Background: an optimization exercise with open tools, aiming at small area, a short achievable clock period and few clock cycles per item. Do not read the settings as production practice.
RTL that was checked went through simulation tests only; none was proved equivalent to the original.
Only the layout flow was run in runs 1 to 3; the RTL was not checked for function there.
Power and IR drop assume default switching activity.

### flow/design.v
module stripe_pq (
  input  wire        clk,
  input  wire        rst,
  input  wire        in_valid,
  output wire        in_ready,
  input  wire [63:0] in_data,
  input  wire [5:0]  cfg_n,        
  input  wire [4:0]  cfg_ppos,     
  input  wire [1:0]  cfg_nlost,    
  input  wire [4:0]  cfg_lost0,
  input  wire [4:0]  cfg_lost1,
  output wire        out_valid,
  input  wire        out_ready,
  output wire [63:0] out_a,
  output wire [63:0] out_b
);
  function automatic [7:0] gf_mul(input [7:0] a, input [7:0] b);
    integer i;
    reg [7:0] p, aa;
    begin
      p  = 8'h00;
      aa = a;
      for (i = 0; i < 8; i = i + 1) begin
        if (b[i]) p = p ^ aa;
        aa = {aa[6:0], 1'b0} ^ (aa[7] ? 8'h1D : 8'h00);
      end
      gf_mul = p;
    end
  endfunction
  function automatic [7:0] gf_x(input [7:0] a);        
    gf_x = {a[6:0], 1'b0} ^ (a[7] ? 8'h1D : 8'h00);
  endfunction
  function automatic [7:0] gf_xi(input [7:0] a);       
    gf_xi = {1'b0, a[7:1]} ^ (a[0] ? 8'h8E : 8'h00);
  endfunction
  function automatic [63:0] gf_x8(input [63:0] w);
    integer i;
    begin
      for (i = 0; i < 8; i = i + 1) gf_x8[8*i +: 8] = gf_x(w[8*i +: 8]);
    end
  endfunction
  function automatic [63:0] gf_xi8(input [63:0] w);
    integer i;
    begin
      for (i = 0; i < 8; i = i + 1) gf_xi8[8*i +: 8] = gf_xi(w[8*i +: 8]);
    end
  endfunction
  function automatic [63:0] gf_mul8(input [63:0] w, input [7:0] c);
    integer i;
    begin
      for (i = 0; i < 8; i = i + 1) gf_mul8[8*i +: 8] = gf_mul(w[8*i +: 8], c);
    end
  endfunction
  function automatic [7:0] tp(input [4:0] d);
    begin
      case (d)
      5'd1:  tp = 8'hf5;  5'd2:  tp = 8'ha6;  5'd3:  tp = 8'h9c;  5'd4:  tp = 8'h73;
      5'd5:  tp = 8'hec;  5'd6:  tp = 8'h5e;  5'd7:  tp = 8'h55;  5'd8:  tp = 8'ha1;
      5'd9:  tp = 8'ha8;  5'd10: tp = 8'hfa;  5'd11: tp = 8'h75;  5'd12: tp = 8'h84;
      5'd13: tp = 8'he5;  5'd14: tp = 8'hc1;  5'd15: tp = 8'h8b;  5'd16: tp = 8'h66;
      5'd17: tp = 8'hdd;  5'd18: tp = 8'h27;  5'd19: tp = 8'h62;  5'd20: tp = 8'hf3;
      5'd21: tp = 8'he8;  5'd22: tp = 8'hb5;  5'd23: tp = 8'hd3;  5'd24: tp = 8'h03;
      5'd25: tp = 8'h8f;  5'd26: tp = 8'hbb;  5'd27: tp = 8'hab;  5'd28: tp = 8'hdf;
      5'd29: tp = 8'h88;  5'd30: tp = 8'h56;  5'd31: tp = 8'h58;
      default: tp = 8'h00;
      endcase
    end
  endfunction
  function automatic [31:0] gf_xi4(input [31:0] w);
    integer i;
    begin
      for (i = 0; i < 4; i = i + 1) gf_xi4[8*i +: 8] = gf_xi(w[8*i +: 8]);
    end
  endfunction
  function automatic [31:0] gf_mul4(input [31:0] w, input [7:0] c);
    integer i;
    begin
      for (i = 0; i < 4; i = i + 1) gf_mul4[8*i +: 8] = gf_mul(w[8*i +: 8], c);
    end
  endfunction
  reg  [4:0]  apos;          
  reg  [5:0]  an;            
  reg         rdy;           
  reg         ov;            
  reg         full;          
  reg         cp;            
  reg  [2:0]  ops;           
  reg         q1, q2;        
  reg         xa, xb;        
  wire fire   = in_valid && rdy;
  wire a_nz   = (apos != 5'd0);
  wire a_last = a_nz && ({1'b0, apos} + 6'd1 == an);
  reg  [63:0] in_r;
  reg         v_r;
  reg  [4:0]  pos_r;
  reg         first_r, last_r;
  reg  [5:0]  cn_r;
  reg  [4:0]  cp_r, cl0_r, cl1_r;
  reg  [1:0]  cnl_r;
  reg  [5:0]  jn;
  reg  [4:0]  jp, jl0, jl1;
  reg  [1:0]  jnl;
  wire        j_new  = v_r && first_r;
  wire [4:0]  sp_p   = j_new ? cp_r  : jp;
  wire [4:0]  sp_l0  = j_new ? cl0_r : jl0;
  wire [4:0]  sp_l1  = j_new ? cl1_r : jl1;
  wire [1:0]  sp_nl  = j_new ? cnl_r : jnl;
  wire a_p  = (apos == sp_p);
  wire a_q  = ({1'b0, apos} == {1'b0, sp_p} + 6'd1);
  wire a_l0 = (sp_nl != 2'd0) && (apos == sp_l0);
  wire a_l1 = (sp_nl == 2'd2) && (apos == sp_l1);
  wire a_qm = a_q && !a_l0 && !a_l1 && (apos[4:1] != 4'd0);    
  wire        exec   = xa || xb;
  wire        last_done = v_r && last_r;
  wire        full_n = last_done || (full && !cp);
  wire        q1_n   = fire && a_qm;
  wire        q2_n   = q1;
  wire        ov_n   = (exec && ops == 3'd4) || (ov && !out_ready);
  wire [2:0]  ops_n  = cp ? 3'd1 : !exec ? ops : (ops == 3'd4) ? 3'd0 : ops + 3'd1;
  wire        cp_n   = full_n && (ops_n == 3'd0) && !ov_n && !q2_n;
  wire        xa_n   = !q1_n && !q2_n && (ops_n == 3'd1 || ops_n == 3'd2);
  wire        xb_n   = !q1_n && !q2_n && (ops_n == 3'd3 || ops_n == 3'd4);
  wire        apz_n  = fire ? a_last : !a_nz;            
  wire        rdy_n  = !apz_n ||
                       ((ops_n == 3'd0) && !ov_n && (full_n ? !q2_n : !q1_n));
  always @(posedge clk) begin
    in_r    <= in_data;
    cn_r    <= cfg_n;
    cp_r    <= cfg_ppos;
    cnl_r   <= cfg_nlost;
    cl0_r   <= cfg_lost0;
    cl1_r   <= cfg_lost1;
    pos_r   <= apos;
    first_r <= !a_nz;
    last_r  <= a_last;
    if (rst) begin
      apos <= 5'd0;
      v_r  <= 1'b0;
      rdy  <= 1'b1;
      full <= 1'b0;
      cp   <= 1'b0;
      ops  <= 3'd0;
      q1   <= 1'b0;
      q2   <= 1'b0;
      xa   <= 1'b0;
      xb   <= 1'b0;
      ov   <= 1'b0;
    end else begin
      v_r  <= fire;
      rdy  <= rdy_n;
      full <= full_n;
      cp   <= cp_n;
      ops  <= ops_n;
      q1   <= q1_n;
      q2   <= q2_n;
      xa   <= xa_n;
      xb   <= xb_n;
      ov   <= ov_n;
      if (fire) apos <= a_last ? 5'd0 : apos + 5'd1;
    end
    if (fire && !a_nz) an <= cfg_n;
    if (j_new) begin
      jn  <= cn_r;
      jp  <= cp_r;
      jnl <= cnl_r;
      jl0 <= cl0_r;
      jl1 <= cl1_r;
    end
  end
  assign in_ready = rdy;
  reg r_p, r_q, r_qg, r_l0, r_l1;
  always @(posedge clk) begin
    r_p  <= a_p;
    r_q  <= a_q;
    r_qg <= (apos == 5'd1) && (sp_p == 5'd0);
    r_l0 <= a_l0;
    r_l1 <= a_l1;
  end
  wire c_plast = ({1'b0, cp_r} + 6'd1 == cn_r);
  wire f_p   = (cp_r == 5'd0);
  wire f_q   = c_plast;
  wire f_l0  = (cnl_r != 2'd0) && (cl0_r == 5'd0);
  wire is_p  = first_r ? f_p  : r_p;
  wire is_q  = first_r ? f_q  : r_q;
  wire is_d  = !is_p && !is_q;
  wire is_l0 = first_r ? f_l0 : r_l0;
  wire is_l1 = first_r ? 1'b0 : r_l1;
  wire lost  = is_l0 || is_l1;
  wire c_l0q  = ({1'b0, cl0_r} == {1'b0, cp_r} + 6'd1) || (cl0_r == 5'd0 && c_plast);
  wire c_l1q  = ({1'b0, cl1_r} == {1'b0, cp_r} + 6'd1);
  wire c_qlost = ((cnl_r != 2'd0) && c_l0q) || ((cnl_r == 2'd2) && c_l1q);
  reg  [3:0] c_jf;           
  always @* begin
    case (cnl_r)
      2'd0: c_jf = 4'b0110;
      2'd1: c_jf = c_qlost ? 4'b1000 : 4'b0100;
      default:
        if (!c_qlost) c_jf = (cl0_r == cp_r) ? 4'b1110 : 4'b1011;
        else          c_jf = c_l1q ? 4'b0110 : 4'b1001;
    endcase
  end
  reg        j_qlost;
  reg  [3:0] j_jf, jf, jf_h;
  wire       qlost = first_r ? c_qlost : j_qlost;
  reg  [63:0] sp, z, res_a, res_b;
  reg  [31:0] qh;            
  reg  [7:0]  pw, cq, al, be, ah, bh, mc;
  reg  [4:0]  cnt;
  reg  [7:0]  tpv;           
  reg         l0d;
  wire [31:0] m_x  = ({32{q1}} & in_r[31:0]) | ({32{q2}} & qh) |
                     ({32{xa}} & res_a[31:0]) | ({32{xb}} & res_b[31:0]);
  wire [31:0] m_o  = gf_mul4(m_x, mc);
  reg fix, fx_spk, fx_zg, fx_zk;
  wire [63:0] sp_b = (fix && fx_spk) ? 64'd0 : sp;
  wire        nz_d = v_r && !first_r && is_d;
  wire        z_0  = fix && fx_zk;
  wire        z_g  = fix && fx_zg && !nz_d;        
  wire        z_i  = nz_d && !(fix && fx_zg);      
  wire [63:0] z_h  = z_0 ? 64'd0 : z_g ? gf_x8(z) : z_i ? gf_xi8(z) : z;
  wire        add_sp = v_r && !first_r && !is_q && !lost;
  wire        add_d  = v_r && !first_r && is_d && !lost;
  wire        add_qg = v_r && !first_r && is_q && !lost && r_qg;
  wire [63:0] z_in = (add_d ? in_r : 64'd0) ^ (add_qg ? gf_x8(in_r) : 64'd0) ^
                     {(q2 ? (nz_d ? gf_xi4(m_o) : m_o) : 32'd0), (q1 ? m_o : 32'd0)};
  wire [7:0] pw_c  = first_r ? 8'h01 : pw;
  wire [7:0] cq_c  = first_r ? 8'h02 : cq;
  wire [7:0] al_c  = first_r ? 8'h00 : al;
  wire [7:0] be_c  = first_r ? 8'h8E : be;
  wire       l0d_c = first_r ? 1'b0 : l0d;
  wire [7:0] tp_inc = tp(cnt + 5'd1);
  reg  [7:0] cq_n, al_n, be_n;
  always @* begin
    cq_n = cq; al_n = al; be_n = be;
    if (v_r) begin
      cq_n = is_d ? gf_xi(cq_c) : cq_c;
      if (is_d && lost && !qlost) begin
        be_n = (is_l1 && l0d_c) ? tpv : 8'h01;
        al_n = (is_l1 && l0d_c) ? tpv : al_c;
      end else begin
        be_n = is_d ? gf_x(be_c) : be_c;
        al_n = (is_d && lost) ? pw_c : al_c;
      end
    end
  end
  wire [7:0] ah_n = cp ? al : ah;
  wire [7:0] bh_n = cp ? be : bh;
  wire       op_a_n = (ops_n[2:1] == 2'b00) || (ops_n == 3'd2);
  always @(posedge clk) begin
    if (v_r && first_r) begin
      sp <= in_r;
      z  <= in_r;
    end else begin
      sp <= sp_b ^ (add_sp ? in_r : 64'd0);
      z  <= z_h ^ z_in;
    end
    if (q1) qh <= in_r[63:32];
    if (rst) fix <= 1'b0;
    else     fix <= v_r && first_r;
    if (v_r && first_r) begin
      fx_spk  <= f_q || f_l0;
      fx_zg   <= f_q && !f_l0;
      fx_zk   <= f_p || f_l0;
      j_qlost <= c_qlost;
      j_jf    <= c_jf;
    end
    cq <= cq_n;
    al <= al_n;
    be <= be_n;
    ah <= ah_n;
    bh <= bh_n;
    mc <= (q1_n || q2_n) ? cq_n : op_a_n ? bh_n : ah_n;
    if (v_r) begin
      pw  <= is_d ? gf_x(pw_c) : pw_c;
      l0d <= l0d_c || (is_d && is_l0);
      if (is_d && is_l0) begin
        cnt <= 5'd1;
        tpv <= 8'hf5;                        
      end else if (is_d) begin
        cnt <= cnt + 5'd1;
        tpv <= tp_inc;
      end
    end
    if (last_done) jf <= first_r ? c_jf : j_jf;
  end
  wire [31:0] xs = res_a[31:0] ^ m_o;
  wire [31:0] ra = (jf_h[3] ? xs : 32'd0) ^ (jf_h[2] ? res_b[31:0] : 32'd0);
  wire [31:0] rb = (jf_h[1] ? xs : 32'd0) ^ (jf_h[0] ? res_b[31:0] : 32'd0);
  always @(posedge clk) begin
    if (cp) begin
      res_a <= z;
      res_b <= sp;
      jf_h  <= jf;
    end else if (exec) begin
      if (xa) begin
        res_a <= {m_o, res_a[63:32]};
      end else begin
        res_a <= {ra, res_a[63:32]};
        res_b <= {rb, res_b[63:32]};
      end
    end
  end
  assign out_valid = ov;
  assign out_a     = res_a;
  assign out_b     = res_b;
endmodule
### flow/run.sh
#!/bin/bash
# synth_recipe.tcl (not shown) runs the flow's synth.tcl, then flattens the netlist and writes it again
# the make line also repeats each setting of config.mk as NAME=value (left out here)
make -C /OpenROAD-flow-scripts/flow DESIGN_CONFIG=/design/flow/config.mk WORK_HOME=/design/flow/orfs CLKGATE_MAP_FILE= SYNTH_SCRIPT=/design/flow/synth_recipe.tcl finish
### flow/config.mk
export PLATFORM = sky130hd
export DESIGN_NAME = stripe_pq
export DESIGN_NICKNAME = stripe_pq
export VERILOG_FILES = /design/flow/design.v
export SDC_FILE = /design/flow/constraint.sdc
export NUM_CORES = 4
export LEC_CHECK = 0
export ABC_CLOCK_PERIOD_IN_PS = 3000
export CAP_MARGIN = 20
export CORE_MARGIN = 2
export CORE_UTILIZATION = 50
export PLACE_DENSITY = 0.6
export SETUP_SLACK_MARGIN = 5
export SLEW_MARGIN = 20
### flow/constraint.sdc
create_clock -name core_clock -period 10.0 [get_ports {clk}]
set_input_delay 2.0000 -clock core_clock [delete_from_list [all_inputs] [get_ports {clk}]]
set_output_delay 2.0000 -clock core_clock [all_outputs]
set_load 0.01 [all_outputs]
==> impl_summary.txt, run 1 <==
----------------------------------------------------
[Placed design]
  Global placement routability congestion ... 0.9566
  Pre-CTS setup slack ... between 4 and 5 ns
  HPWL after detailed placement ... 95,580 um
  Number of buffer cells added on primary ports ... 220

[Timing]
  Pin slew with the least headroom to its limit ... 1.118 ns
  Setup-violating endpoint count in the final report ... 0
  Achievable frequency ... 0.2051 GHz
  Slew Viols, Final ... 0
  Max-slew headroom ... 0.2540
  Final min period ... just under 5 ns
  Final worst-path setup slack ... ~5.1 ns
  Worst hold slack after final layout ... between 0.4 and 0.5 ns
  Final worst-path cycle share ... 0.4877
  Setup repair after global routing missed its margin ... false
  Final clock skew ... 0.04031 ns
  Number of hold-slack violations in the final timing report ... 0
  Sum of negative setup slack ... 0 ns

[Clocking]
  Clock tree from TritonCTS ... done
  Number of buffers created by CTS ... 57
  Skew-Pair Late Insertion Delay ... ~0.67 ns
  Count of H-tree levels built during CTS ... 2
  Worst-case clock buffer depth ... 3
  Clock transition at path regs ... 0.07 ns
  CTS Root Cell ... sky130_fd_sc_hd__clkbuf_16
  Number of buffers inserted to repair setup after CTS ... 0
  Number of clock sinks ... 509

[Worst setup path]
  Critical Path Source ... q1
  Cell Chain, Critical Path ... buf_8 > a22o_1 > o211ai_1 > and2_1 > xnor2_1 > mux2_2 > a32oi_1 > xor2_1 > xnor2_1 > nand2_1 > xor2_1 > mux2_2
  Worst Reg2Reg Path Length in Cells ... 12
  Endpoint of the most critical setup path ... res_b[42]
  Critical-path cell with the highest stage delay ... sky130_fd_sc_hd__dfxtp_4
  Data arrival time at the worst-slack endpoint ... 5.29 ns
  Critical path class ... flop to flop
  Startpoint of the worst-slack reg-to-reg timing path ... q1
  CP max stage delay ... 0.82 ns
  Flop-to-flop setup slack ... roughly 5.1 ns
  Kind of end point of the critical path ... flop
  Endpoint of the most critical register-to-register path ... res_b[42]
  Critical path fanouts, max ... 57
  Crit path required time ... ~10 ns
  Worst Setup Start Kind ... flop

[Power and ir drop]
  Switching Share ... 0.3824
  Static Leakage ... 14.49 nW
  Power density over the cells ... 219.2 nW/um2
  Overall power ... around 0.0085 W
  Share of power burned in combinational logic ... 0.370
  Max VDD drop ... between 150 and 200 uV
  Total net switching power ... 0.003249 W
  Internal power contribution ... 0.005246 W
  Power share of the clock group ... 0.265
  Register share of total power ... 0.365

[Layout]
  Ratio of cells with drive above 1 in the final layout ... 0.1114
  Layout Area Growth over Synthesis ... 13.94%
  Number of inserted diodes ... 0
  Nets ... 3,930
  Most frequent cells in the layout ... sky130_fd_sc_hd__nand2_1 (664), sky130_fd_sc_hd__dfxtp_1 (283), sky130_fd_sc_hd__xnor2_1 (259), sky130_fd_sc_hd__o21ai_0 (227), sky130_fd_sc_hd__nor2_1 (221)
  Leading cell type in the layout, fill and taps excluded ... sky130_fd_sc_hd__nand2_1

[Hold path]
  Class of the tightest hold or removal check ... flop to flop
  Worst hold stages ... 0

[Die]
  Core area ... 67,280 um2
  Number of rows in the core area ... 95
  Initial Utilization ... 0.5056
  Area of the die ... 70,130 um2
  IO Count ... 221
  Horizontal die dimension ... 264.8 um
  Die Span Y ... roughly 260 um

[Synthesis]
  Number of distinct library cells after synthesis ... 104
  Syn_nets ... 3,861
  Seq cells post-synth ... around 510
  Top cell type's share of synthesized area ... 0.1942
  Post-synthesis instance area ... 34,020 um2
  Mean cell area of the mapped netlist ... approximately 9.1 um2
  Number of synthesized flops with an enable pin ... between 200 and 250
  FFs w/ async S/R, synth ... 0
  Synth warnings ... 1
  Fraction of the yosys area taken by sequential cells ... 0.3643
  Leading cell types by total area after synthesis ... sky130_fd_sc_hd__edfxtp_1 (19%), sky130_fd_sc_hd__dfxtp_1 (17%), sky130_fd_sc_hd__nand2_1 (7.3%)
  Synthesized instance count ... 3,752
  Leading register cell type out of synthesis ... sky130_fd_sc_hd__dfxtp_1
  Top cell type by total area after synthesis ... sky130_fd_sc_hd__edfxtp_1

[Global routing]
  Met1 track demand over resource in global routing ... 0.5229
  Gr ovfl total ... 0
  Vias in the first global route ... between 20,000 and 30,000
  Most Crowded Layer GR ... met2
  Global-route wire length before repair ... 195,700 um
  Number of antenna violations at the first check in global routing ... 3
  Met2 Usage GRT ... 0.5390
  Largest net degree at the start of global routing ... 70
  GRT Overall Usage ... 0.3764
  GR Layer Usage met3 ... 0.1051

[Route]
  DRC errors left ... 0
  Post-detailed-route count of antenna-violating nets ... 0
  Drt wl/cell ... 28.60 um
  Vias after detailed routing ... between 30,000 and 40,000
  Total detailed-routing wirelength ... 135,600 um
  DRT Pass-1 Iters ... 7
  Vias per cell ... 6.500
  Violation count after the first detailed-routing iteration ... 4,375

[Status]
  Run status ... finished clean

[Job]
  Reported max-cap violation count ... 0

----------------------------------------------------
## worst min path at each step
stage | to | startpoint | slack [ns]
after CTS | jf_h[2] | jf[2] | 0.42
after global placement | jf_h[2] | jf[2] | 0.40
final | jf_h[1] | jf[1] | 0.42
after global routing | jf_h[1] | jf[1] | 0.43
after detailed placement | jf_h[2] | jf[2] | 0.41
after floorplan | jf_h[0] | jf[0] | 0.40
## routing by layer
layer | part of all wire | routed length, um
met4 | 0.052 | 7047
met2 | 0.41 | 56130
met3 | 0.13 | 17410
met5 | 0.00019 | 26
met1 | 0.41 | 55020
## layout make-up
type	count	area, um2
flip-flops and latches	509	12410
multi-input cells	2916	20360
repair buffers	275	2646
clock buffers	75	1607
inverters	62	234.0
clock inverters	33	414.1
fillers	5933	28520
well taps	873	1092
## sequential cells by signal, summed over array words and instances (netlist names), 32 cells and up
register  flops
in_r         64
qh           32
res_a        64
res_b        64
sp           64
z            64
## critical path, delay by kind of cell, from the launching register on
family	cells	cell delay, ns
xor+xnor	4	1.19
compound gates	3	1.08
flops	1	0.82
mux	2	0.63
buf+inv	1	0.46
simple gates	2	0.35
## synth_stat cells (all sizes together), types with 60 or more instances
master,count
edfxtp,220
inv,60
xnor2,274
a22oi,153
xnor3,62
a22o,62
a21oi,162
o21ai,237
dfxtp,289
mux2,134
nor2,242
nand2,671
nand3,67
clkbuf,214
o211ai,70
xor2,213
a211oi,71
## kinds of logic after synthesis
kind of cell | after synthesis | synth area share
and+or+nand+nor | 1193 | 0.1541
AOI/OAI and AO/OA | 965 | 0.1982
xor gates and xnor gates | 553 | 0.1750
DFF | 509 | 0.3643
buffers and inverters | 327 | 0.04109
muxes | 187 | 0.06080
adders and majority gates | 18 | 0.006621
## power groups by stage
stage / Clock, W / Sequential [W] / Combinational [W]
2_1_floorplan: 0 / 0.00287 / 0.00242
3_3_place_gp: 0 / 0.00309 / 0.00298
3_5_place_dp: 0 / 0.00311 / 0.00304
4_1_cts: 0.00227 / 0.00307 / 0.00307
5_1_grt: 0.00235 / 0.00313 / 0.00339
6_report: 0.00225 / 0.00310 / 0.00315
## stage by stage
stage,cell area (um2),std cells,util
5_1_grt,38760,4743,0.5761
2_1_floorplan,34020,3752,-
3_3_place_gp,36650,4633,0.5447
3_5_place_dp,36650,4633,0.5447
4_1_cts,38680,4741,0.5749
6_report,38760,4743,0.5761
## what timing repair did
| action | CTS | global route |
|---|---|---|
| endpoints found under the setup margin | 5 | 22 |
| hold buffers | 0 | 0 |
| gates resized for setup | 2 | 6 |
==> run 2: changes to the inputs <==
--- a/flow/design.v
+++ b/flow/design.v
@@ -110,6 +110,7 @@
   wire a_l0 = (sp_nl != 2'd0) && (apos == sp_l0);
   wire a_l1 = (sp_nl == 2'd2) && (apos == sp_l1);
   wire a_qm = a_q && !a_l0 && !a_l1 && (apos[4:1] != 4'd0);    
+  wire a_dn = a_nz && !a_p && !a_q;                           
   wire        exec   = xa || xb;
   wire        last_done = v_r && last_r;
   wire        full_n = last_done || (full && !cp);
@@ -117,12 +118,11 @@
   wire        q2_n   = q1;
   wire        ov_n   = (exec && ops == 3'd4) || (ov && !out_ready);
   wire [2:0]  ops_n  = cp ? 3'd1 : !exec ? ops : (ops == 3'd4) ? 3'd0 : ops + 3'd1;
-  wire        cp_n   = full_n && (ops_n == 3'd0) && !ov_n && !q2_n;
+  wire        cp_n   = full_n && (ops_n == 3'd0) && !ov_n;
   wire        xa_n   = !q1_n && !q2_n && (ops_n == 3'd1 || ops_n == 3'd2);
   wire        xb_n   = !q1_n && !q2_n && (ops_n == 3'd3 || ops_n == 3'd4);
   wire        apz_n  = fire ? a_last : !a_nz;            
-  wire        rdy_n  = !apz_n ||
-                       ((ops_n == 3'd0) && !ov_n && (full_n ? !q2_n : !q1_n));
+  wire        rdy_n  = !apz_n || ((ops_n == 3'd0) && !ov_n);
   always @(posedge clk) begin
     in_r    <= in_data;
     cn_r    <= cfg_n;
@@ -203,14 +203,12 @@
   reg  [3:0] j_jf, jf, jf_h;
   wire       qlost = first_r ? c_qlost : j_qlost;
   reg  [63:0] sp, z, res_a, res_b;
-  reg  [31:0] qh;            
+  reg  [31:0] mx;            
   reg  [7:0]  pw, cq, al, be, ah, bh, mc;
   reg  [4:0]  cnt;
   reg  [7:0]  tpv;           
   reg         l0d;
-  wire [31:0] m_x  = ({32{q1}} & in_r[31:0]) | ({32{q2}} & qh) |
-                     ({32{xa}} & res_a[31:0]) | ({32{xb}} & res_b[31:0]);
-  wire [31:0] m_o  = gf_mul4(m_x, mc);
+  wire [31:0] m_o  = gf_mul4(mx, mc);
   reg fix, fx_spk, fx_zg, fx_zk;
   wire [63:0] sp_b = (fix && fx_spk) ? 64'd0 : sp;
   wire        nz_d = v_r && !first_r && is_d;
@@ -222,7 +220,7 @@
   wire        add_d  = v_r && !first_r && is_d && !lost;
   wire        add_qg = v_r && !first_r && is_q && !lost && r_qg;
   wire [63:0] z_in = (add_d ? in_r : 64'd0) ^ (add_qg ? gf_x8(in_r) : 64'd0) ^
-                     {(q2 ? (nz_d ? gf_xi4(m_o) : m_o) : 32'd0), (q1 ? m_o : 32'd0)};
+                     {(q2 ? m_o : 32'd0), (q1 ? m_o : 32'd0)};
   wire [7:0] pw_c  = first_r ? 8'h01 : pw;
   wire [7:0] cq_c  = first_r ? 8'h02 : cq;
   wire [7:0] al_c  = first_r ? 8'h00 : al;
@@ -254,7 +252,10 @@
       sp <= sp_b ^ (add_sp ? in_r : 64'd0);
       z  <= z_h ^ z_in;
     end
-    if (q1) qh <= in_r[63:32];
+    if (q1_n)      mx <= in_data[31:0];
+    else if (q1)   mx <= in_r[63:32];
+    else if (xa_n) mx <= cp ? z[31:0]  : exec ? res_a[63:32] : res_a[31:0];
+    else           mx <= cp ? sp[31:0] : xb   ? res_b[63:32] : res_b[31:0];
     if (rst) fix <= 1'b0;
     else     fix <= v_r && first_r;
     if (v_r && first_r) begin
@@ -269,7 +270,7 @@
     be <= be_n;
     ah <= ah_n;
     bh <= bh_n;
-    mc <= (q1_n || q2_n) ? cq_n : op_a_n ? bh_n : ah_n;
+    mc <= q1_n ? cq_n : q2_n ? ((fire && a_dn) ? gf_xi(cq) : cq) : op_a_n ? bh_n : ah_n;
     if (v_r) begin
       pw  <= is_d ? gf_x(pw_c) : pw_c;
       l0d <= l0d_c || (is_d && is_l0);
@@ -287,8 +288,11 @@
   wire [31:0] ra = (jf_h[3] ? xs : 32'd0) ^ (jf_h[2] ? res_b[31:0] : 32'd0);
   wire [31:0] rb = (jf_h[1] ? xs : 32'd0) ^ (jf_h[0] ? res_b[31:0] : 32'd0);
   always @(posedge clk) begin
-    if (cp) begin
-      res_a <= z;
+    if (rst) begin
+      res_a <= 64'd0;
+      res_b <= 64'd0;
+    end else if (cp) begin
+      res_a <= {z[63:32] ^ (q2 ? m_o : 32'd0), z[31:0]};
       res_b <= sp;
       jf_h  <= jf;
     end else if (exec) begin
==> flow/flow/run.sh (new file) <==
#!/bin/bash
set -euo pipefail
bash standard.sh synth > flow_synth.log 2>&1
bash standard.sh 'BUFFER_PORTS_ARGS=-buffer_cell sky130_fd_sc_hd__buf_4' SETUP_SLACK_MARGIN=6.6 finish > flow_finish.log 2>&1
==> flow/standard.sh (new file) <==
#!/bin/bash
# synth_recipe.tcl (not shown) runs the flow's synth.tcl, then flattens the netlist and writes it again
# the make line also repeats each setting of config.mk as NAME=value (left out here)
make -C /OpenROAD-flow-scripts/flow DESIGN_CONFIG=/design/flow/config.mk WORK_HOME=/design/flow/orfs CLKGATE_MAP_FILE= SYNTH_SCRIPT=/design/flow/synth_recipe.tcl "${@:-finish}"
removed: flow/run.sh
==> run 2 against run 1 <==
- clock-buffer cell count is 5 higher
- clock skew is 0.00067 ns lower
- synthesized cell count is 5.7% higher
- clock power is 4% lower
- maximum frequency is 40% higher
- total power is 1.1% higher
- register-to-register slack better by 1.5 ns
==> impl_summary.txt, run 2 <==
----------------------------------------------------
[Status]
  Run status ... finished clean (unchanged)

[Worst setup path]
  Startpoint of the worst-slack reg-to-reg timing path ... first_r (was q1)
  Crit path required time ... 10.53 ns (was 10.42 ns)
  Worst Setup Start Kind ... primary input (was flop)
  Critical path class ... primary input to flop (was flop to flop)
  Endpoint of the most critical register-to-register path ... z[49] (was res_b[42])
  Data arrival time at the worst-slack endpoint ... 4.01 ns (was 5.29 ns)
  Worst Reg2Reg Path Length in Cells ... 12 (unchanged)
  Critical path fanouts, max ... 48 (was 57)
  Flop-to-flop setup slack ... 6.64 ns (was 5.12 ns)
  Kind of end point of the critical path ... flop (unchanged)

[Timing]
  Final min period ... 3.483 ns (was 4.877 ns)
  Final worst-path setup slack ... 6.517 ns (was 5.123 ns)
  Number of hold-slack violations in the final timing report ... 0 (unchanged)
  Final worst-path cycle share ... 0.3483 (was 0.4877)
  Setup repair after global routing missed its margin ... true (was false)
  Setup-violating endpoint count in the final report ... 0 (unchanged)
  Pin slew with the least headroom to its limit ... 1.110 ns (was 1.118 ns)
  Slew Viols, Final ... 0 (unchanged)
  Max-slew headroom ... 0.2532 (was 0.2540)
  Achievable frequency ... 0.2871 GHz (was 0.2051 GHz)
  Final clock skew ... 0.03964 ns (was 0.04031 ns)
  Sum of negative setup slack ... 0 ns (unchanged)

[Route]
  DRT Pass-1 Iters ... 7 (unchanged)
  DRC errors left ... 0 (unchanged)
  Vias after detailed routing ... 30,865 (was 30,829)
  Drt wl/cell ... 27.04 um (was 28.60 um)
  Vias per cell ... 6.244 (was 6.500)
  Post-detailed-route count of antenna-violating nets ... 0 (unchanged)
  Total detailed-routing wirelength ... 133,600 um (was 135,600 um)
  Violation count after the first detailed-routing iteration ... 4,046 (was 4,375)

[Synthesis]
  Synthesized instance count ... 3,966 (was 3,752)
  FFs w/ async S/R, synth ... 0 (unchanged)
  Top cell type by total area after synthesis ... sky130_fd_sc_hd__dfxtp_1 (was sky130_fd_sc_hd__edfxtp_1)
  Number of synthesized flops with an enable pin ... 60 (was 220)
  Leading cell types by total area after synthesis ... sky130_fd_sc_hd__dfxtp_1 (27%), sky130_fd_sc_hd__nand2_1 (9.4%), sky130_fd_sc_hd__xnor2_1 (8.5%) (was sky130_fd_sc_hd__edfxtp_1 (19%), sky130_fd_sc_hd__dfxtp_1 (17%), sky130_fd_sc_hd__nand2_1 (7.3%))
  Fraction of the yosys area taken by sequential cells ... 0.3287 (was 0.3643)
  Syn_nets ... 4,075 (was 3,861)
  Cell with the most instances after synthesis ... sky130_fd_sc_hd__nand2_1 (unchanged)
  Post-synthesis instance area ... 32,830 um2 (was 34,020 um2)
  Most common library cells after synthesis ... sky130_fd_sc_hd__nand2_1 (818), sky130_fd_sc_hd__dfxtp_1 (449), sky130_fd_sc_hd__xnor2_1 (320) (was sky130_fd_sc_hd__nand2_1 (666), sky130_fd_sc_hd__dfxtp_1 (289), sky130_fd_sc_hd__xnor2_1 (260))
  Leading register cell type out of synthesis ... sky130_fd_sc_hd__dfxtp_1 (unchanged)
  Mean cell area of the mapped netlist ... 8.278 um2 (was 9.066 um2)
  Top cell type's share of synthesized area ... 0.2738 (was 0.1942)
  Synth warnings ... 1 (unchanged)
  Seq cells post-synth ... 509 (unchanged)
  Number of distinct library cells after synthesis ... 86 (was 104)

[Clocking]
  Worst-case clock buffer depth ... 3 (unchanged)
  Clock tree from TritonCTS ... done (unchanged)
  CTS Root Cell ... sky130_fd_sc_hd__clkbuf_16 (unchanged)
  Clock transition at path regs ... 0.06 ns (was 0.07 ns)
  Number of clock sinks ... 509 (unchanged)
  Number of hold buffers added after CTS ... 0 (unchanged)
  Skew-Pair Late Insertion Delay ... 0.65 ns (was 0.67 ns)
  Count of H-tree levels built during CTS ... 2 (unchanged)
  Number of buffers created by CTS ... 57 (unchanged)

[Die]
  Initial Utilization ... 0.5074 (was 0.5056)
  Number of rows in the core area ... 93 (was 95)
  Horizontal die dimension ... 260.2 um (was 264.8 um)
  Die Span Y ... 260.2 um (was 264.8 um)
  IO Count ... 221 (unchanged)
  Area of the die ... 67,720 um2 (was 70,130 um2)
  Core area ... 64,700 um2 (was 67,280 um2)

[Power and ir drop]
  Power density over the cells ... 224.8 nW/um2 (was 219.2 nW/um2)
  Max VDD drop ... 166.6 uV (was 157.1 uV)
  Static Leakage ... 14.44 nW (was 14.49 nW)

[Placed design]
  Number of buffer cells added on primary ports ... 220 (unchanged)
  Number of instances in the placed design ... 4,768 (was 4,633)
  Global placement routability congestion ... 0.9156 (was 0.9566)
  HPWL after detailed placement ... 88,140 um (was 95,580 um)
  Pre-CTS setup slack ... 4.649 ns (was 4.746 ns)

[Hold path]
  Worst hold stages ... 0 (unchanged)
  Hold_sp ... jf[3] (was jf[1])
  Hold EP ... jf_h[3] (was jf_h[1])
  Class of the tightest hold or removal check ... flop to flop (unchanged)

[Global routing]
  Largest net degree at the start of global routing ... 70 (unchanged)
  Global-route wire length before repair ... 191,100 um (was 195,700 um)
  Gr ovfl total ... 0 (unchanged)
  Number of antenna violations at the first check in global routing ... 4 (was 3)
  GRT Overall Usage ... 0.3792 (was 0.3764)
  Vias in the first global route ... 27,673 (was 28,847)

[Layout]
  Ratio of cells with drive above 1 in the final layout ... 0.1570 (was 0.1114)
  Most frequent cells in the layout ... sky130_fd_sc_hd__nand2_1 (813), sky130_fd_sc_hd__dfxtp_1 (401), sky130_fd_sc_hd__xnor2_1 (313), sky130_fd_sc_hd__buf_4 (306), sky130_fd_sc_hd__a21oi_1 (300) (was sky130_fd_sc_hd__nand2_1 (664), sky130_fd_sc_hd__dfxtp_1 (283), sky130_fd_sc_hd__xnor2_1 (259), sky130_fd_sc_hd__o21ai_0 (227), sky130_fd_sc_hd__nor2_1 (221))
  Layout Area Growth over Synthesis ... 16.36% (was 13.94%)
  Nets ... 4,151 (was 3,930)
  Final standard cell count with taps included and fillers excluded ... 4,943 (was 4,743)
  Number of fill cells ... 5,930 (was 5,933)
  Number of inserted diodes ... 0 (unchanged)
  Leading cell type in the layout, fill and taps excluded ... sky130_fd_sc_hd__nand2_1 (unchanged)

[Job]
  Reported max-cap violation count ... 0 (unchanged)

----------------------------------------------------
## run 2: worst max path at each step
stage,startpoint,end,slack (ns),depth (start not counted)
3_3_place_gp,xb,mx[31],4.78,10
4_1_cts,first_r,mx[21],6.48,14
2_1_floorplan,in_valid,mx[0],6.57,6
5_1_grt,first_r,mc[3],6.53,15
3_5_place_dp,xb,mx[22],4.65,10
6_report,rst,res_a[45],6.52,5
## run 2: layout make-up
| class | instances | area (um2) | area share |
|---|---|---|---|
| multi-input cells | 3085 | 21110 | 0.5526 |
| flip-flops and latches | 509 | 10890 | 0.2849 |
| repair buffers | 342 | 3035 | 0.07946 |
| clock buffers | 80 | 1657 | 0.04336 |
| well taps | 855 | 1070 | 0.02800 |
| clock inverters | 25 | 255.2 | 0.006682 |
| inverters | 47 | 190.2 | 0.004978 |
## run 2: power breakdown
part           internal (W)  switching, W  leakage, nW
combinational       0.00151       0.00185         9.21
clock               0.00124      0.000922        0.940
sequential          0.00250      0.000561         4.30
total               0.00525       0.00333         14.4
## run 2: metal layers
metal | vias up | share of wire | track usage
li1 | 13882 | - | -
met1 | 14734 | 0.39 | 0.5081
met2 | 1875 | 0.43 | 0.5754
met3 | 370 | 0.11 | 0.06881
met4 | 4 | 0.065 | 0.2140
met5 | - | 0.00025 | 0
## run 2: critical path, stage by stage
cell and delay, ns:
sky130_fd_sc_hd__buf_4 0.27, sky130_fd_sc_hd__buf_4 0.41, sky130_fd_sc_hd__nor3_2 0.94, sky130_fd_sc_hd__a22oi_1 0.22
sky130_fd_sc_hd__o21ai_0 0.14
## run 2: repair_timing
item / 4_1_cts / 5_1_grt
setup buffers: 27 / 28
gates cloned: 12 / 3
resized for setup: 109 / 64
pin swaps: 8 / 17
endpoints found under the setup margin: 210 / 120
## run 2: cells by family after synthesis
family                     count (synthesis)  share of synthesized area
muxes                                    234                    0.07542
xor gates and xnor gates                 639                     0.2007
adders and majority gates                 18                   0.006860
AOI/OAI and AO/OA                        899                     0.1761
and+or+nand+nor                         1291                     0.1671
buffers and inverters                    376                    0.04524
DFF                                      509                     0.3287
## run 2: stage by stage
| stage | area [um2] | util | power (W) | hold WS [ns] |
|---|---|---|---|---|
| finish | 38200 | 0.5905 | 0.008586 | 0.4211 |
| global route | 38200 | 0.5905 | 0.008929 | 0.4199 |
| CTS | 37640 | 0.5818 | 0.008417 | 0.4233 |
| detailed placement | 34790 | 0.5378 | 0.006085 | 0.4075 |
| global placement | 34780 | 0.5377 | 0.006047 | 0.4010 |
| floorplan | 32830 | - | 0.005181 | 0.4003 |
==> run 3: changes to the inputs <==
==> flow/run.sh (new file) <==
#!/bin/bash
# synth_recipe.tcl (not shown) runs the flow's synth.tcl, then flattens the netlist and writes it again
# the make line also repeats each setting of config.mk as NAME=value (left out here)
make -C /OpenROAD-flow-scripts/flow DESIGN_CONFIG=/design/flow/config.mk WORK_HOME=/design/flow/orfs CLKGATE_MAP_FILE= SYNTH_SCRIPT=/design/flow/synth_recipe.tcl finish
removed: flow/flow/run.sh
removed: flow/standard.sh
==> run 3 against run 2 <==
- critical path depth rose by 8
- highest routed layer unchanged
- total power down 0.55%
- sequential power about the same
- synthesized area is the same
- critical endpoint is now mc[3]
- via count increased by 0.26%
- first-iteration DRC count down 3.9%
- largest cell class unchanged
- cell area down 1.9%
- clock power rose by 8%
- wire length rose by 0.60%
- worst hold slack better by 0.0028 ns
- synthesized cell count stayed put
==> impl_summary.txt, run 3 <==
----------------------------------------------------
[Status]
  Run status ... finished clean (unchanged)

[Placed design]
  Number of buffer cells added on primary ports ... 220 (unchanged)
  HPWL after detailed placement ... 92,620 um (was 88,140 um)
  Placed inst area ... 35,340 um2 (was 34,790 um2)
  Pre-CTS setup slack ... 5.158 ns (was 4.649 ns)
  Global placement routability congestion ... 0.9392 (was 0.9156)

[Timing]
  Final worst-path setup slack ... 5.336 ns (was 6.517 ns)
  Achievable frequency ... 0.2144 GHz (was 0.2871 GHz)
  Final clock skew ... 0.04246 ns (was 0.03964 ns)
  Sum of negative setup slack ... 0 ns (unchanged)
  Pin slew with the least headroom to its limit ... 1.186 ns (was 1.110 ns)
  Number of hold-slack violations in the final timing report ... 0 (unchanged)
  Final min period ... 4.664 ns (was 3.483 ns)
  Final worst-path cycle share ... 0.4664 (was 0.3483)
  Max-slew headroom ... 0.2051 (was 0.2532)
  Slew Viols, Final ... 0 (unchanged)
  Setup repair after global routing missed its margin ... false (was true)
  Setup-violating endpoint count in the final report ... 0 (unchanged)

[Synthesis]
  Leading cell types by total area after synthesis ... sky130_fd_sc_hd__dfxtp_1 (27%), sky130_fd_sc_hd__nand2_1 (9.4%), sky130_fd_sc_hd__xnor2_1 (8.5%) (unchanged)
  Share of the synthesized area in compound gates (AO/OA/AOI/OAI) ... 0.1761 (unchanged)
  Leading register cell type out of synthesis ... sky130_fd_sc_hd__dfxtp_1 (unchanged)
  Synth warnings ... 1 (unchanged)
  FFs w/ async S/R, synth ... 0 (unchanged)
  Fraction of the yosys area taken by sequential cells ... 0.3287 (unchanged)
  Proportion of synthesized area in mux cells ... 0.07542 (unchanged)
  Mean cell area of the mapped netlist ... 8.278 um2 (unchanged)
  Synthesized instance count ... 3,966 (unchanged)
  Area share of and/or/nand/nor cells after synthesis ... 0.1671 (unchanged)
  Post-Synth Adder-Cell Area ... 0.006860 (unchanged)
  Xor/xnor cell area share of the yosys netlist ... 0.2007 (unchanged)
  Largest family of logic cells by synthesized area ... XOR/XNOR gates (unchanged)
  Number of synthesized flops with an enable pin ... 60 (unchanged)
  Most common library cells after synthesis ... sky130_fd_sc_hd__nand2_1 (818), sky130_fd_sc_hd__dfxtp_1 (449), sky130_fd_sc_hd__xnor2_1 (320) (unchanged)
  Seq cells post-synth ... 509 (unchanged)
  Top cell type by total area after synthesis ... sky130_fd_sc_hd__dfxtp_1 (unchanged)
  Top cell type's share of synthesized area ... 0.2738 (unchanged)
  Post-synthesis instance area ... 32,830 um2 (unchanged)
  Cell with the most instances after synthesis ... sky130_fd_sc_hd__nand2_1 (unchanged)
  Number of distinct library cells after synthesis ... 86 (unchanged)
  Syn_nets ... 4,075 (unchanged)

[Route]
  Vias after detailed routing ... 30,944 (was 30,865)
  DRC errors left ... 0 (unchanged)
  Vias per cell ... 6.342 (was 6.244)
  DRT Pass-1 Iters ... 6 (was 7)
  Total detailed-routing wirelength ... 134,400 um (was 133,600 um)
  Violation count after the first detailed-routing iteration ... 3,887 (was 4,046)
  Drt wl/cell ... 27.56 um (was 27.04 um)
  Post-detailed-route count of antenna-violating nets ... 0 (unchanged)

[Die]
  Core area ... 64,700 um2 (unchanged)
  IO Count ... 221 (unchanged)
  Initial Utilization ... 0.5074 (unchanged)
  Number of rows in the core area ... 93 (unchanged)
  Die Span Y ... 260.2 um (unchanged)
  Horizontal die dimension ... 260.2 um (unchanged)
  Area of the die ... 67,720 um2 (unchanged)

[Clocking]
  CTS Root Cell ... sky130_fd_sc_hd__clkbuf_16 (unchanged)
  Worst-case clock buffer depth ... 3 (unchanged)
  Number of buffers inserted to repair setup after CTS ... 0 (was 27)
  Number of hold buffers added after CTS ... 0 (unchanged)
  Number of instances resized during post-cts repair ... 0 (was 109)
  Clock transition at path regs ... 0.07 ns (was 0.06 ns)
  Count of H-tree levels built during CTS ... 2 (unchanged)
  Skew-Pair Late Insertion Delay ... 0.65 ns (about the same)
  Number of clock sinks ... 509 (unchanged)
  Number of buffers created by CTS ... 57 (unchanged)
  Clock tree from TritonCTS ... done (unchanged)

[Hold path]
  Hold_sp ... jf[0] (was jf[3])
  Class of the tightest hold or removal check ... flop to flop (unchanged)

[Worst setup path]
  Data arrival time at the worst-slack endpoint ... 5.17 ns (was 4.01 ns)
  Startpoint of the worst-slack reg-to-reg timing path ... v_r (was first_r)
  Critical Path Source ... v_r (was rst)
  Cell Chain, Critical Path ... nand2_4 > buf_6 > inv_2 > buf_4 > o21ai_0 > a21oi_1 > a311oi_1 > a2111oi_2 > nor4_2 > clkbuf_2 > mux2_2 > a211oi_1 > a21oi_1 (was buf_4 > buf_4 > nor3_2 > a22oi_1 > o21ai_0)
  Crit path required time ... 10.51 ns (was 10.53 ns)
  Kind of end point of the critical path ... flop (unchanged)
  Most Frequent Cell on Critical Path ... sky130_fd_sc_hd__a21oi_1 (was sky130_fd_sc_hd__buf_4)
  Endpoint of the most critical setup path ... mc[3] (was res_a[45])
  Kind of cell with the highest combined delay on the critical path ... buffers and inverters (was simple AND/OR/NAND/NOR gates)
  Worst Setup Start Kind ... flop (was primary input)
  Endpoint of the most critical register-to-register path ... mc[3] (was z[49])
  Critical-path cell with the highest stage delay ... sky130_fd_sc_hd__nor4_2 (was sky130_fd_sc_hd__nor3_2)
  Worst Path Buf+Inv ... 4 (was 2)
  CP max stage delay ... 0.65 ns (was 0.94 ns)
  Critical path fanouts, max ... 65 (was 48)
  Critical path class ... flop to flop (was primary input to flop)
  Worst Reg2Reg Path Length in Cells ... 13 (was 12)
  Count of cell instances traversed by the critical path ... 13 (was 5)
  Flop-to-flop setup slack ... 5.34 ns (was 6.64 ns)

[Power and ir drop]
  Max VDD drop ... 194.0 uV (was 166.6 uV)
  Power density over the cells ... 227.8 nW/um2 (was 224.8 nW/um2)
  Static Leakage ... 13.58 nW (was 14.44 nW)
  Overall power ... 0.008539 W (was 0.008586 W)

[Layout]
  Ratio of cells with drive above 1 in the final layout ... 0.06537 (was 0.1570)
  Layout Cell Area excl Fill ... 37,480 um2 (was 38,200 um2)
  Number of fill cells ... 5,879 (was 5,930)
  Layout Area Growth over Synthesis ... 14.17% (was 16.36%)
  Leading cell type in the layout, fill and taps excluded ... sky130_fd_sc_hd__nand2_1 (unchanged)
  Most frequent cells in the layout ... sky130_fd_sc_hd__nand2_1 (817), sky130_fd_sc_hd__dfxtp_1 (445), sky130_fd_sc_hd__xnor2_1 (316), sky130_fd_sc_hd__a21oi_1 (301), sky130_fd_sc_hd__xor2_1 (248) (was sky130_fd_sc_hd__nand2_1 (813), sky130_fd_sc_hd__dfxtp_1 (401), sky130_fd_sc_hd__xnor2_1 (313), sky130_fd_sc_hd__buf_4 (306), sky130_fd_sc_hd__a21oi_1 (300))
  Nets ... 4,083 (was 4,151)

[Global routing]
  Largest net degree at the start of global routing ... 79 (was 70)
  Number of antenna violations at the first check in global routing ... 3 (was 4)
  Global-route wire length before repair ... 194,500 um (was 191,100 um)
  GRT Overall Usage ... 0.3864 (was 0.3792)
  Vias in the first global route ... 29,182 (was 27,673)
  Gr ovfl total ... 0 (unchanged)

[Job]
  Reported max-cap violation count ... 0 (unchanged)

----------------------------------------------------
-- run 3: cell count changes in the layout (fill, tap and decap cells not counted), sizes merged, moves of 3 or more --
cell,previous run,this run
bufbuf,4,0
buf,335,58
bufinv,3,11
clkinvlp,5,8
clkbuf,83,70
inv,43,47
clkdlybuf4s50,0,219
-- run 3: layout make-up --
cell class,count,area (um2),share of cell area
Clock inverter,39,559.3,0.01492
Multi-Input combinational cell,3081,20700,0.5523
Inverter,47,176.4,0.004707
Tap cell,855,1070,0.02854
Antenna cell,1,2.502,0.00006676
Sequential cell,509,10800,0.2881
Clock buffer,69,1511,0.04032
Timing Repair Buffer,278,2660,0.07097
-- run 3: power breakdown --
group / internal, W / switching, W
clock: 0.00137 / 0.000959
sequential: 0.00250 / 0.000548
combinational: 0.00138 / 0.00178
-- run 3: routing by layer --
| metal | part of all wire | wire length (um) | vias to the layer above | track usage |
|---|---|---|---|---|
| met5 | 0.00063 | 85 | - | 0.007123 |
| met1 | 0.38 | 51400 | 14944 | 0.4864 |
| met3 | 0.10 | 13910 | 414 | 0.07943 |
| met2 | 0.44 | 59180 | 1832 | 0.6008 |
| met4 | 0.073 | 9871 | 4 | 0.2510 |
| li1 | - | - | 13750 | - |
-- run 3: worst min path at each step --
stage,endpoint,slack (ns),depth (start not counted)
finish,jf_h[0],0.42,0
CTS,jf_h[0],0.42,0
global placement,jf_h[3],0.41,0
detailed placement,jf_h[1],0.41,0
floorplan,jf_h[0],0.40,0
global route,jf_h[0],0.43,0
-- run 3: kinds of logic (layout without fill, tap and decap cells) --
| group | after synthesis | after routing |
|---|---|---|
| simple gates | 1291 | 1291 |
| compound gates | 899 | 899 |
| xor+xnor | 639 | 639 |
| flops | 509 | 509 |
| buf+inv | 376 | 433 |
| mux | 234 | 234 |
| fa+ha+maj | 18 | 18 |
| other cells | 0 | 1 |
-- run 3: through the flow --
step | cells | hold slack [ns] | util
after global routing | 4879 | 0.4260 | 0.5794
after CTS | 4875 | 0.4240 | 0.5783
after detailed placement | 4767 | 0.4084 | 0.5463
final | 4879 | 0.4239 | 0.5794
after global placement | 4767 | 0.4074 | 0.5462
after floorplan | 3966 | 0.4003 | -
==> run 4: changes to the inputs <==
--- a/flow/design.v
+++ b/flow/design.v
@@ -109,7 +109,7 @@
   wire a_q  = ({1'b0, apos} == {1'b0, sp_p} + 6'd1);
   wire a_l0 = (sp_nl != 2'd0) && (apos == sp_l0);
   wire a_l1 = (sp_nl == 2'd2) && (apos == sp_l1);
-  wire a_qm = a_q && !a_l0 && !a_l1 && (apos[4:1] != 4'd0);    
+  wire a_qm = a_q && !a_l0 && !a_l1 && a_nz;    
   wire a_dn = a_nz && !a_p && !a_q;                           
   wire        exec   = xa || xb;
   wire        last_done = v_r && last_r;
@@ -168,11 +168,10 @@
     end
   end
   assign in_ready = rdy;
-  reg r_p, r_q, r_qg, r_l0, r_l1;
+  reg r_p, r_q, r_l0, r_l1;
   always @(posedge clk) begin
     r_p  <= a_p;
     r_q  <= a_q;
-    r_qg <= (apos == 5'd1) && (sp_p == 5'd0);
     r_l0 <= a_l0;
     r_l1 <= a_l1;
   end
@@ -212,15 +211,15 @@
   reg fix, fx_spk, fx_zg, fx_zk;
   wire [63:0] sp_b = (fix && fx_spk) ? 64'd0 : sp;
   wire        nz_d = v_r && !first_r && is_d;
-  wire        z_0  = fix && fx_zk;
-  wire        z_g  = fix && fx_zg && !nz_d;        
+  wire        z_0  = v_r && (first_r || (fix && fx_zk));
   wire        z_i  = nz_d && !(fix && fx_zg);      
-  wire [63:0] z_h  = z_0 ? 64'd0 : z_g ? gf_x8(z) : z_i ? gf_xi8(z) : z;
+  wire [63:0] z_h  = z_0 ? 64'd0 : z_i ? gf_xi8(z) : z;
   wire        add_sp = v_r && !first_r && !is_q && !lost;
   wire        add_d  = v_r && !first_r && is_d && !lost;
-  wire        add_qg = v_r && !first_r && is_q && !lost && r_qg;
-  wire [63:0] z_in = (add_d ? in_r : 64'd0) ^ (add_qg ? gf_x8(in_r) : 64'd0) ^
-                     {(q2 ? m_o : 32'd0), (q1 ? m_o : 32'd0)};
+  wire        add_z  = add_d || (v_r && first_r);
+  wire        q2z    = q2 && !(v_r && first_r);
+  wire [63:0] z_in = {(add_z ? in_r[63:32] : 32'd0) ^ (q2z ? m_o : 32'd0),
+                      add_z ? in_r[31:0] : q1 ? m_o : 32'd0};
   wire [7:0] pw_c  = first_r ? 8'h01 : pw;
   wire [7:0] cq_c  = first_r ? 8'h02 : cq;
   wire [7:0] al_c  = first_r ? 8'h00 : al;
@@ -245,19 +244,17 @@
   wire [7:0] bh_n = cp ? be : bh;
   wire       op_a_n = (ops_n[2:1] == 2'b00) || (ops_n == 3'd2);
   always @(posedge clk) begin
-    if (v_r && first_r) begin
+    if (v_r && first_r)
       sp <= in_r;
-      z  <= in_r;
-    end else begin
+    else if (v_r)
       sp <= sp_b ^ (add_sp ? in_r : 64'd0);
-      z  <= z_h ^ z_in;
-    end
+    z <= z_h ^ z_in;
     if (q1_n)      mx <= in_data[31:0];
     else if (q1)   mx <= in_r[63:32];
     else if (xa_n) mx <= cp ? z[31:0]  : exec ? res_a[63:32] : res_a[31:0];
     else           mx <= cp ? sp[31:0] : xb   ? res_b[63:32] : res_b[31:0];
     if (rst) fix <= 1'b0;
-    else     fix <= v_r && first_r;
+    else     fix <= (v_r && first_r) || (fix && !v_r);
     if (v_r && first_r) begin
       fx_spk  <= f_q || f_l0;
       fx_zg   <= f_q && !f_l0;
==> flow/flow/run.sh (new file) <==
#!/bin/bash
set -euo pipefail
bash standard.sh synth > flow_synth.log 2>&1
bash standard.sh 'BUFFER_PORTS_ARGS=-buffer_cell sky130_fd_sc_hd__buf_4' SETUP_SLACK_MARGIN=6.9 finish > flow_finish.log 2>&1
==> flow/standard.sh (new file) <==
#!/bin/bash
# synth_recipe.tcl (not shown) runs the flow's synth.tcl, then flattens the netlist and writes it again
# the make line also repeats each setting of config.mk as NAME=value (left out here)
make -C /OpenROAD-flow-scripts/flow DESIGN_CONFIG=/design/flow/config.mk WORK_HOME=/design/flow/orfs CLKGATE_MAP_FILE= SYNTH_SCRIPT=/design/flow/synth_recipe.tcl "${@:-finish}"
removed: flow/run.sh
==> run 4 against run 3 <==
- final cell count fell by 0.59%
- register-to-register slack improved by 1.6 ns
- maximum frequency rose by 47%
- synthesized cell count fell by 5.7%
- total power fell by 13%
- wire length fell by 11%
- cell area rose by 2.7%
- die area fell by 3.9%
- synthesized area fell by 4.0%
- sequential power fell by 5%
- via count fell by 6.4%
==> impl_summary.txt, run 4 <==
----------------------------------------------------
[Worst setup path]
  Kind of end point of the critical path ... output pin (was flop)
  Worst Path Buf+Inv ... 1 (was 4)
  Critical path fanouts, max ... 6 (was 65)
  Cell Chain, Critical Path ... buf_6 (was nand2_4 > buf_6 > inv_2 > buf_4 > o21ai_0 > a21oi_1 > a311oi_1 > a2111oi_2 > nor4_2 > clkbuf_2 > mux2_2 > a211oi_1 > a21oi_1)
  Crit path required time ... 8.00 ns (was 10.51 ns)
  Kind of cell with the highest combined delay on the critical path ... flip-flops (was buffers and inverters)
  Data arrival time at the worst-slack endpoint ... 1.17 ns (was 5.17 ns)
  Critical-path cell with the highest stage delay ... sky130_fd_sc_hd__dfxtp_4 (was sky130_fd_sc_hd__nor4_2)
  Critical path class ... flop to output pin (was flop to flop)
  Worst Setup Start Kind ... flop (unchanged)
  CP max stage delay ... 0.41 ns (was 0.65 ns)

[Synthesis]
  Most common library cells after synthesis ... sky130_fd_sc_hd__nand2_1 (767), sky130_fd_sc_hd__dfxtp_1 (384), sky130_fd_sc_hd__xnor2_1 (324) (was sky130_fd_sc_hd__nand2_1 (818), sky130_fd_sc_hd__dfxtp_1 (449), sky130_fd_sc_hd__xnor2_1 (320))
  Cell with the most instances after synthesis ... sky130_fd_sc_hd__nand2_1 (unchanged)
  Syn_nets ... 3,847 (was 4,075)
  Mean cell area of the mapped netlist ... 8.431 um2 (was 8.278 um2)
  Post-synthesis instance area ... 31,530 um2 (was 32,830 um2)
  Top cell type's share of synthesized area ... 0.2438 (was 0.2738)
  Fraction of the yosys area taken by sequential cells ... 0.3619 (was 0.3287)
  Synth warnings ... 1 (unchanged)
  FFs w/ async S/R, synth ... 0 (unchanged)
  Leading cell types by total area after synthesis ... sky130_fd_sc_hd__dfxtp_1 (24%), sky130_fd_sc_hd__edfxtp_1 (12%), sky130_fd_sc_hd__nand2_1 (9.1%) (was sky130_fd_sc_hd__dfxtp_1 (27%), sky130_fd_sc_hd__nand2_1 (9.4%), sky130_fd_sc_hd__xnor2_1 (8.5%))
  Number of synthesized flops with an enable pin ... 124 (was 60)
  Leading register cell type out of synthesis ... sky130_fd_sc_hd__dfxtp_1 (unchanged)
  Top cell type by total area after synthesis ... sky130_fd_sc_hd__dfxtp_1 (unchanged)
  Synthesized instance count ... 3,740 (was 3,966)
  Number of distinct library cells after synthesis ... 79 (was 86)
  Seq cells post-synth ... 508 (was 509)

[Layout]
  Ratio of cells with drive above 1 in the final layout ... 0.2223 (was 0.06537)
  Number of fill cells ... 5,432 (was 5,879)
  Multi-input combinational cell area ... 19,310 um2 (was 20,700 um2)
  Most frequent cells in the layout ... sky130_fd_sc_hd__nand2_1 (764), sky130_fd_sc_hd__nor2_1 (314), sky130_fd_sc_hd__xnor2_1 (312), sky130_fd_sc_hd__a21oi_1 (295), sky130_fd_sc_hd__buf_4 (281) (was sky130_fd_sc_hd__nand2_1 (817), sky130_fd_sc_hd__dfxtp_1 (445), sky130_fd_sc_hd__xnor2_1 (316), sky130_fd_sc_hd__a21oi_1 (301), sky130_fd_sc_hd__xor2_1 (248))
  Leading cell type in the layout, fill and taps excluded ... sky130_fd_sc_hd__nand2_1 (unchanged)
  Layout Area Growth over Synthesis ... 22.12% (was 14.17%)
  Sequential cell area ... 11,930 um2 (was 10,800 um2)
  Nets ... 4,057 (was 4,083)

[Power and ir drop]
  Internal power contribution ... 0.004749 W (was 0.005249 W)
  Power share of the clock group ... 0.299 (was 0.273)
  Share of power burned in combinational logic ... 0.312 (was 0.370)
  Switching Share ... 0.3608 (was 0.3853)
  Max VDD drop ... 171.6 uV (was 194.0 uV)
  Register share of total power ... 0.389 (was 0.357)
  Static Leakage ... 14.76 nW (was 13.58 nW)
  Power density over the cells ... 193.0 nW/um2 (was 227.8 nW/um2)
  Overall power ... 0.007430 W (was 0.008539 W)
  Total net switching power ... 0.002681 W (was 0.003290 W)

[Timing]
  Final min period ... 3.175 ns (was 4.664 ns)
  Setup repair after global routing missed its margin ... true (was false)
  Final worst-path cycle share ... 0.3175 (was 0.4664)
  Slew Viols, Final ... 0 (unchanged)
  Worst hold slack after final layout ... 0.4412 ns (was 0.4239 ns)
  Max-slew headroom ... 0.2375 (was 0.2051)
  Pin slew with the least headroom to its limit ... 1.144 ns (was 1.186 ns)
  Setup-violating endpoint count in the final report ... 0 (unchanged)
  Sum of negative setup slack ... 0 ns (unchanged)
  Final clock skew ... 0.02620 ns (was 0.04246 ns)
  Number of hold-slack violations in the final timing report ... 0 (unchanged)
  Achievable frequency ... 0.3150 GHz (was 0.2144 GHz)

[Die]
  Horizontal die dimension ... 255.1 um (was 260.2 um)
  Initial Utilization ... 0.5026 (was 0.5074)
  IO Count ... 221 (unchanged)
  Area of the die ... 65,090 um2 (was 67,720 um2)
  Core area ... 62,740 um2 (was 64,700 um2)
  Number of rows in the core area ... 92 (was 93)
  Die Span Y ... 255.1 um (was 260.2 um)

[Global routing]
  Most Crowded Layer GR ... met2 (unchanged)
  Vias in the first global route ... 28,070 (was 29,182)
  Met2 Usage GRT ... 0.5901 (was 0.6008)
  Global-route wire length before repair ... 175,400 um (was 194,500 um)
  Largest net degree at the start of global routing ... 89 (was 79)
  Gr ovfl total ... 0 (unchanged)
  GRT Overall Usage ... 0.3593 (was 0.3864)
  Number of antenna violations at the first check in global routing ... 5 (was 3)
  GR Layer Usage met3 ... 0.05960 (was 0.07943)
  Met1 track demand over resource in global routing ... 0.4352 (was 0.4864)

[Job]
  Reported max-cap violation count ... 0 (unchanged)

[Route]
  DRT Pass-1 Iters ... 6 (unchanged)
  DRC errors left ... 0 (unchanged)
  Drt wl/cell ... 24.70 um (was 27.56 um)
  Vias after detailed routing ... 28,951 (was 30,944)
  Violation count after the first detailed-routing iteration ... 2,697 (was 3,887)
  Post-detailed-route count of antenna-violating nets ... 0 (unchanged)
  Total detailed-routing wirelength ... 119,800 um (was 134,400 um)
  Vias per cell ... 5.969 (was 6.342)

[Hold path]
  Class of the tightest hold or removal check ... flop to flop (unchanged)

[Clocking]
  Count of H-tree levels built during CTS ... 2 (unchanged)
  Skew-Pair Late Insertion Delay ... 0.64 ns (was 0.65 ns)
  Number of hold buffers added after CTS ... 0 (unchanged)
  Clock transition at path regs ... 0.06 ns (was 0.07 ns)
  Clock tree from TritonCTS ... done (unchanged)
  Number of clock sinks ... 508 (was 509)
  Number of buffers created by CTS ... 58 (was 57)
  Worst-case clock buffer depth ... 3 (unchanged)
  CTS Root Cell ... sky130_fd_sc_hd__clkbuf_16 (unchanged)

[Placed design]
  HPWL after detailed placement ... 77,160 um (was 92,620 um)
  Global placement routability congestion ... 0.8975 (was 0.9392)
  Number of buffer cells added on primary ports ... 220 (unchanged)

[Status]
  Run status ... finished clean (unchanged)

----------------------------------------------------
## run 4: changes by cell type in the layout (fill, tap and decap cells not counted), sizes merged, moves of 52 or more
cell / previous run / this run
dfxtp: 449 / 384
buf: 58 / 435
nor2: 215 / 315
clkdlybuf4s50: 219 / 0
edfxtp: 60 / 124
nand2: 820 / 768
## run 4: kinds of logic after synthesis
logic type	synth area share
and+or+nand+nor	0.1711
AOI/OAI and AO/OA	0.1395
xor gates and xnor gates	0.1917
DFF	0.3619
buffers and inverters	0.04357
muxes	0.08587
adders and majority gates	0.006349
## run 4: through the flow
stage | worst slack [ns] | utilization | cell area, um2 | std cells
finish | 6.825 | 0.6138 | 38510 | 4850
floorplan | 6.413 | - | 31600 | 3740
global route | 6.811 | 0.6138 | 38510 | 4850
global placement | 5.528 | 0.5344 | 33520 | 4560
CTS | 6.817 | 0.6055 | 37990 | 4820
detailed placement | 5.438 | 0.5348 | 33550 | 4561
## run 4: metal layers
layer	up-vias	wire length (um)
met5	-	0
met1	14008	45090
li1	13110	-
met2	1475	55960
met4	0	9021
met3	358	9709
## run 4: final cells by class
| class | count | share of cell area |
|---|---|---|
| Inverter | 55 | 0.005816 |
| Sequential cell | 508 | 0.3097 |
| Clock buffer | 85 | 0.04517 |
| Timing Repair Buffer | 439 | 0.1040 |
| Antenna cell | 4 | 0.0002599 |
| Tap cell | 846 | 0.02749 |
| Clock inverter | 25 | 0.006109 |
| Multi-Input combinational cell | 2888 | 0.5014 |
## run 4: timing repair
item,in CTS,in global routing
pin swaps,7,14
resized for setup,458,69
endpoints found under the setup margin,372,278
gates cloned,1,0
buffers inserted,148,26
## run 4: worst paths after layout
check | from | to | slack [ns] | cells after the start
worst max register to register | v_r | mc[3] | 6.90 | 10
worst min-delay path | jf[3] | jf_h[3] | 0.44 | 0
worst min register to register | jf[3] | jf_h[3] | 0.44 | 0
worst max-delay path | res_b[6] | out_b[6] | 6.83 | 1
## run 4: power groups by stage
stage / logic [W] / registers, W / clock network (W)
6_report: 0.00232 / 0.00289 / 0.00222
5_1_grt: 0.00248 / 0.00291 / 0.00232
4_1_cts: 0.00222 / 0.00287 / 0.00223
3_5_place_dp: 0.00207 / 0.00293 / 0
3_3_place_gp: 0.00204 / 0.00292 / 0
2_1_floorplan: 0.00160 / 0.00271 / 0
Testbench counts of run 4, summed over its fixed seeds: cycles 24,913, items 1,200.

-- separate check: timing with driven ports --
No port has a modelled driver above. Below, the same layouts with a new extraction and two added sets of constraints.
Step 1 (the two cells are an assumption about what drives the block):
set clk [get_ports {clk}]
set_driving_cell -lib_cell sky130_fd_sc_hd__clkbuf_16 $clk
set_driving_cell -lib_cell sky130_fd_sc_hd__buf_2 [delete_from_list [all_inputs] $clk]
Step 2, shift: input delay + t, output delay - t, t = (earliest + latest rising clock arrival at the registers) / 2. This alone moves slack from input paths to output paths.
Slacks: ideal / step 1 / step 2; pairs: ideal / step 1.
| run | t, ns | setup WS [ns] | hold slack, ns | clock arrival spread, ns | worst data-port slew with drivers (ns) |
|---|---|---|---|---|---|
| run 1 | 0.722 | 5.123 / 5.123 / 5.123 | 0.416 / 0.416 / 0.416 | 0.041 / 0.041 | 0.07 |
| run 2 | 0.699 | 6.517 / 6.525 / 5.864 | 0.421 / 0.421 / 0.421 | 0.041 / 0.042 | 0.06 |
| run 3 | 0.700 | 5.336 / 5.336 / 5.144 | 0.424 / 0.424 / 0.424 | 0.043 / 0.043 | 0.17 |
| run 4 | 0.698 | 6.825 / 6.758 / 6.280 | 0.441 / 0.441 / 0.441 | 0.027 / 0.027 | 0.16 |
After both steps every run listed still meets setup and hold. For run 2, which loses most, drivers alone change the setup slack by +0.008 ns; drivers and shift together by -0.653 ns.
